Background: an optimization exercise with open tools, aiming at small area and a short achievable clock period. Do not read the settings as production practice.

==> flow/design.v <==
module arb_bank (
    input  wire        clk,
    input  wire        rst,           
    input  wire [18:0] req_valid,
    input  wire [75:0] req_len,       
    input  wire [5:0]  req_lnk_rt,    
    output wire [18:0] req_ready,
    input  wire        cfg_we,
    input  wire [4:0]  cfg_addr,      
    input  wire [15:0] cfg_wdata,
    output reg         gnt_valid,
    output reg  [4:0]  gnt_id,
    output reg  [4:0]  owner,         
    output reg  [3:0]  rt_run,
    output reg  [15:0] floor_cnt,
    output reg  [15:0] lfsr
);
    localparam N = 19;
    function can_rt;
        input integer id;
        can_rt = (id >= 6 && id <= 15);
    endfunction
    function can_be;
        input integer id;
        can_be = !(id >= 6 && id <= 9);
    endfunction
    function [7:0] ticket_reset;
        input integer id;
        begin
            if (id <= 3)       ticket_reset = 8'd32;
            else if (id <= 5)  ticket_reset = 8'd64;
            else if (id <= 17) ticket_reset = 8'd16;
            else               ticket_reset = 8'd32;
        end
    endfunction
    wire [N-1:0] prt;         
    wire [N-1:0] pbe;         
    wire [N-1:0] pend = prt | pbe;
    wire [N-1:0] take = req_valid & ~pend;
    wire [N-1:0] gsel;        
    wire         decide;
    wire [N-1:0] grant = gsel & {N{decide}};
    assign req_ready = ~pend;
    reg  [3:0] plen [0:N-1];
    wire [7:0] tk   [0:N-1];
    genvar gi, gj;
    generate
        for (gi = 0; gi < N; gi = gi + 1) begin : slot
            always @(posedge clk)
                if (take[gi]) plen[gi] <= req_len[4*gi +: 4];
            if (can_rt(gi)) begin : rt
                reg p;
                wire cls = (gi >= 10) ? req_lnk_rt[(gi >= 10) ? gi-10 : 0] : 1'b1;
                always @(posedge clk)
                    if (rst) p <= 1'b0;
                    else if (take[gi]) p <= cls;
                    else if (grant[gi]) p <= 1'b0;
                assign prt[gi] = p;
            end else begin : nrt
                assign prt[gi] = 1'b0;
            end
            if (can_be(gi)) begin : be
                reg p;
                wire cls = (gi >= 10 && gi <= 15) ? ~req_lnk_rt[(gi >= 10 && gi <= 15) ? gi-10 : 0] : 1'b1;
                reg [7:0] t;
                always @(posedge clk)
                    if (rst) p <= 1'b0;
                    else if (take[gi]) p <= cls;
                    else if (grant[gi]) p <= 1'b0;
                always @(posedge clk)
                    if (rst) t <= ticket_reset(gi);
                    else if (cfg_we && cfg_addr == gi) t <= cfg_wdata[7:0];
                assign pbe[gi] = p;
                assign tk[gi] = t;
            end else begin : nbe
                assign pbe[gi] = 1'b0;
                assign tk[gi] = 8'd0;
            end
        end
    endgenerate
    wire [N*N-1:0] ordm;     
    generate
        for (gi = 0; gi < N; gi = gi + 1) begin : row
            for (gj = 0; gj < N; gj = gj + 1) begin : col
                if (gi < gj && ((can_rt(gi) && can_rt(gj)) || (can_be(gi) && can_be(gj)))) begin : o
                    reg b;
                    always @(posedge clk)
                        if (take[gj]) b <= 1'b1;
                        else if (take[gi]) b <= 1'b0;
                    assign ordm[gi*N+gj] = b;
                end else if (gi > gj && ((can_rt(gi) && can_rt(gj)) || (can_be(gi) && can_be(gj)))) begin : tr
                    assign ordm[gi*N+gj] = ~row[gj].col[gi].o.b;
                end else begin : n
                    assign ordm[gi*N+gj] = 1'b1;
                end
            end
        end
    endgenerate
    wire [N-1:0] ort, obe;    
    generate
        for (gi = 0; gi < N; gi = gi + 1) begin : old
            assign ort[gi] = prt[gi] & &(ordm[gi*N +: N] | ~prt);
            assign obe[gi] = pbe[gi] & &(ordm[gi*N +: N] | ~pbe);
        end
    endgenerate
    wire rt_any = |prt;
    wire be_any = |pbe;
    reg [15:0] lfsr_next;
    reg        fb;
    integer i;
    always @* begin
        lfsr_next = lfsr;
        for (i = 0; i < 16; i = i + 1) begin
            fb = lfsr_next[15] ^ lfsr_next[13] ^ lfsr_next[12] ^ lfsr_next[10];
            lfsr_next = {lfsr_next[14:0], fb};
        end
    end
    function [11:0] rca;
        input [11:0] a, b;
        integer k;
        reg c;
        begin
            c = 1'b0;
            for (k = 0; k < 12; k = k + 1) begin
                rca[k] = a[k] ^ b[k] ^ c;
                c = (a[k] & b[k]) | (c & (a[k] ^ b[k]));
            end
        end
    endfunction
    function gtr;
        input [11:0] a, b;
        integer k;
        reg c;
        begin
            c = 1'b0;
            for (k = 0; k < 12; k = k + 1)
                c = (a[k] & ~b[k]) | (c & (a[k] | ~b[k]));
            gtr = c;
        end
    endfunction
    wire [11:0] m [0:14];
    generate
        for (gi = 0; gi < 15; gi = gi + 1) begin : msk
            localparam integer ID = (gi < 6) ? gi : gi + 4;
            assign m[gi] = pbe[ID] ? {4'd0, tk[ID]} : 12'd0;
        end
    endgenerate
    wire [11:0] s01   = rca(m[0], m[1]);
    wire [11:0] s23   = rca(m[2], m[3]);
    wire [11:0] s45   = rca(m[4], m[5]);
    wire [11:0] s67   = rca(m[6], m[7]);
    wire [11:0] s89   = rca(m[8], m[9]);
    wire [11:0] s1011 = rca(m[10], m[11]);
    wire [11:0] s1213 = rca(m[12], m[13]);
    wire [11:0] s0_3  = rca(s01, s23);
    wire [11:0] s4_7  = rca(s45, s67);
    wire [11:0] s8_11 = rca(s89, s1011);
    wire [11:0] s12_14 = rca(s1213, m[14]);
    wire [11:0] s0_7  = rca(s0_3, s4_7);
    wire [11:0] s8_14 = rca(s8_11, s12_14);
    wire [11:0] tsum  = rca(s0_7, s8_14);
    wire [11:0] P [0:14];
    assign P[0]  = m[0];
    assign P[1]  = s01;
    assign P[2]  = rca(s01, m[2]);
    assign P[3]  = s0_3;
    assign P[4]  = rca(s0_3, m[4]);
    assign P[5]  = rca(s0_3, s45);
    assign P[6]  = rca(P[5], m[6]);
    assign P[7]  = s0_7;
    assign P[8]  = rca(s0_7, m[8]);
    assign P[9]  = rca(s0_7, s89);
    assign P[10] = rca(P[9], m[10]);
    assign P[11] = rca(s0_7, s8_11);
    assign P[12] = rca(P[11], m[12]);
    assign P[13] = rca(P[11], s1213);
    assign P[14] = tsum;
    wire [17:0] ms1 = {2'b00, lfsr_next};
    wire [17:0] ms2 = {1'b0, lfsr_next, 1'b0};
    wire [17:0] ms3 = ms1 + ms2;
    wire [27:0] pp [0:5];
    generate
        for (gi = 0; gi < 6; gi = gi + 1) begin : ppr
            wire [1:0] d = tsum[2*gi +: 2];
            wire [17:0] row = ({18{d == 2'd1}} & ms1) | ({18{d == 2'd2}} & ms2) |
                              ({18{d == 2'd3}} & ms3);
            assign pp[gi] = {10'd0, row} << (2*gi);
        end
    endgenerate
    function [27:0] csa_s;
        input [27:0] x, y, z;
        csa_s = x ^ y ^ z;
    endfunction
    function [27:0] csa_c;
        input [27:0] x, y, z;
        csa_c = ((x & y) | (x & z) | (y & z)) << 1;
    endfunction
    wire [27:0] ca1 = csa_s(pp[0], pp[1], pp[2]), cb1 = csa_c(pp[0], pp[1], pp[2]);
    wire [27:0] ca2 = csa_s(pp[3], pp[4], pp[5]), cb2 = csa_c(pp[3], pp[4], pp[5]);
    wire [27:0] ca3 = csa_s(ca1, cb1, ca2),       cb3 = csa_c(ca1, cb1, ca2);
    wire [27:0] ca4 = csa_s(ca3, cb3, cb2),       cb4 = csa_c(ca3, cb3, cb2);
    wire [27:0] prod = ca4 + cb4;
    wire [11:0] r = prod[27:16];
    wire [14:0] gt;
    wire [N-1:0] lot;
    generate
        for (gi = 0; gi < 15; gi = gi + 1) begin : lt
            localparam integer ID = (gi < 6) ? gi : gi + 4;
            assign gt[gi] = gtr(P[gi], r);
            if (gi == 0) begin : f
                assign lot[ID] = gt[gi];
            end else begin : n
                assign lot[ID] = gt[gi] & ~gt[gi-1];
            end
        end
        for (gi = 6; gi < 10; gi = gi + 1) begin : lz
            assign lot[gi] = 1'b0;
        end
    endgenerate
    wire boundary = (beats_left == 4'd0);    
    reg [3:0] beats_left;
    assign decide = boundary && (rt_any || be_any);
    wire pick_rt  = rt_any && (!be_any || rt_run != 4'd15);
    wire tzero    = (tsum == 12'd0);
    assign gsel   = pick_rt ? ort : (tzero ? obe : lot);
    reg [4:0] win_rt, win_be, win_lot;
    reg [3:0] len_rt, len_be, len_lot;
    always @* begin
        win_rt = 5'd0; win_be = 5'd0; win_lot = 5'd0;
        len_rt = 4'd0; len_be = 4'd0; len_lot = 4'd0;
        for (i = 0; i < N; i = i + 1) begin
            if (ort[i]) begin
                win_rt = win_rt | i[4:0];
                len_rt = len_rt | plen[i];
            end
            if (obe[i]) begin
                win_be = win_be | i[4:0];
                len_be = len_be | plen[i];
            end
            if (lot[i]) begin
                win_lot = win_lot | i[4:0];
                len_lot = len_lot | plen[i];
            end
        end
    end
    wire [4:0] win  = pick_rt ? win_rt : (tzero ? win_be : win_lot);
    wire [3:0] wlen = pick_rt ? len_rt : (tzero ? len_be : len_lot);
    always @(posedge clk) begin
        if (rst) begin
            beats_left <= 4'd0;
            gnt_valid  <= 1'b0;
            gnt_id     <= 5'd0;
            owner      <= 5'd31;
            rt_run     <= 4'd0;
            floor_cnt  <= 16'd0;
            lfsr       <= 16'hACE1;
        end else begin
            gnt_valid <= decide;
            if (decide) begin
                beats_left <= wlen;
                gnt_id     <= win;
                owner      <= win;
                if (pick_rt) begin
                    rt_run <= be_any ? rt_run + 4'd1 : 4'd0;
                end else begin
                    rt_run <= 4'd0;
                    lfsr   <= lfsr_next;
                    if (rt_any && floor_cnt != 16'hFFFF)
                        floor_cnt <= floor_cnt + 16'd1;
                end
            end else if (boundary) begin
                owner <= 5'd31;
            end else begin
                beats_left <= beats_left - 4'd1;
            end
            if (cfg_we) begin
                if (cfg_addr == 5'd31) begin
                    if (cfg_wdata != 16'd0)
                        lfsr <= cfg_wdata;
                end else if (cfg_addr == 5'd30) begin
                    floor_cnt <= cfg_wdata;
                end
            end
        end
    end
endmodule
clock: 62.0 ns
lec_check: 0
cap_margin: 40
core_margin: 2
core_utilization: 40
cts_buf_list: sky130_fd_sc_hd__clkbuf_4
slew_margin: 40
standard.sh (not shown) runs the stock make flow with config.mk's settings and CLKGATE_MAP_FILE= SYNTH_SCRIPT=/design/flow/synth_recipe.tcl, a recipe that flattens the netlist after the stock synthesis.
==> flow/flow/run.sh <==
#!/bin/bash
set -euo pipefail
bash standard.sh SETUP_SLACK_MARGIN=47 BUFFER_PORTS_ARGS='-buffer_cell sky130_fd_sc_hd__buf_1' finish > layout_make.log 2>&1
Next try:
Settings changed: CTS_BUF_LIST sky130_fd_sc_hd__clkbuf_4 to unset.
Effect: Via count falls by 2.0%; sequential cell count stays the same; routed wire length is about the same; global-route usage falls by 0.13 points; final cell count falls by about 2.5%; maximum frequency rises by 1.7%.
No functional check of the RTL was part of any run of this note.

port drivers added, routing unchanged:
No port has a modelled driver above. Below, the same layouts with a new extraction and two added sets of constraints.
Step 1: set_driving_cell puts a clkbuf_16 on clk and a buf_2 on each other input, an assumption about the parent block.
Step 2, shift: input delay + t, output delay - t, t = (earliest + latest rising clock arrival at the registers) / 2. This alone moves slack from input paths to output paths.
Slacks: no drivers / after step 1 / after step 2; pairs: no drivers / after step 1.
| run | shift t [ns] | slack for setup (ns) | worst setup path after step 2 | clock arrival spread, ns | worst register clock-pin slew, ns |
|---|---|---|---|---|---|
| the first run | 0.969 | 47.234 / 47.177 / 47.110 | input to register | 0.116 / 0.116 | 0.09 / 0.09 |
| the second run | 0.682 | 47.482 / 47.443 / 47.147 | input to register | 0.054 / 0.054 | 0.07 / 0.07 |
After both steps setup and hold are still met in every run listed. For the second run, which loses most, drivers alone change the setup slack by -0.039 ns; drivers and shift together by -0.335 ns.
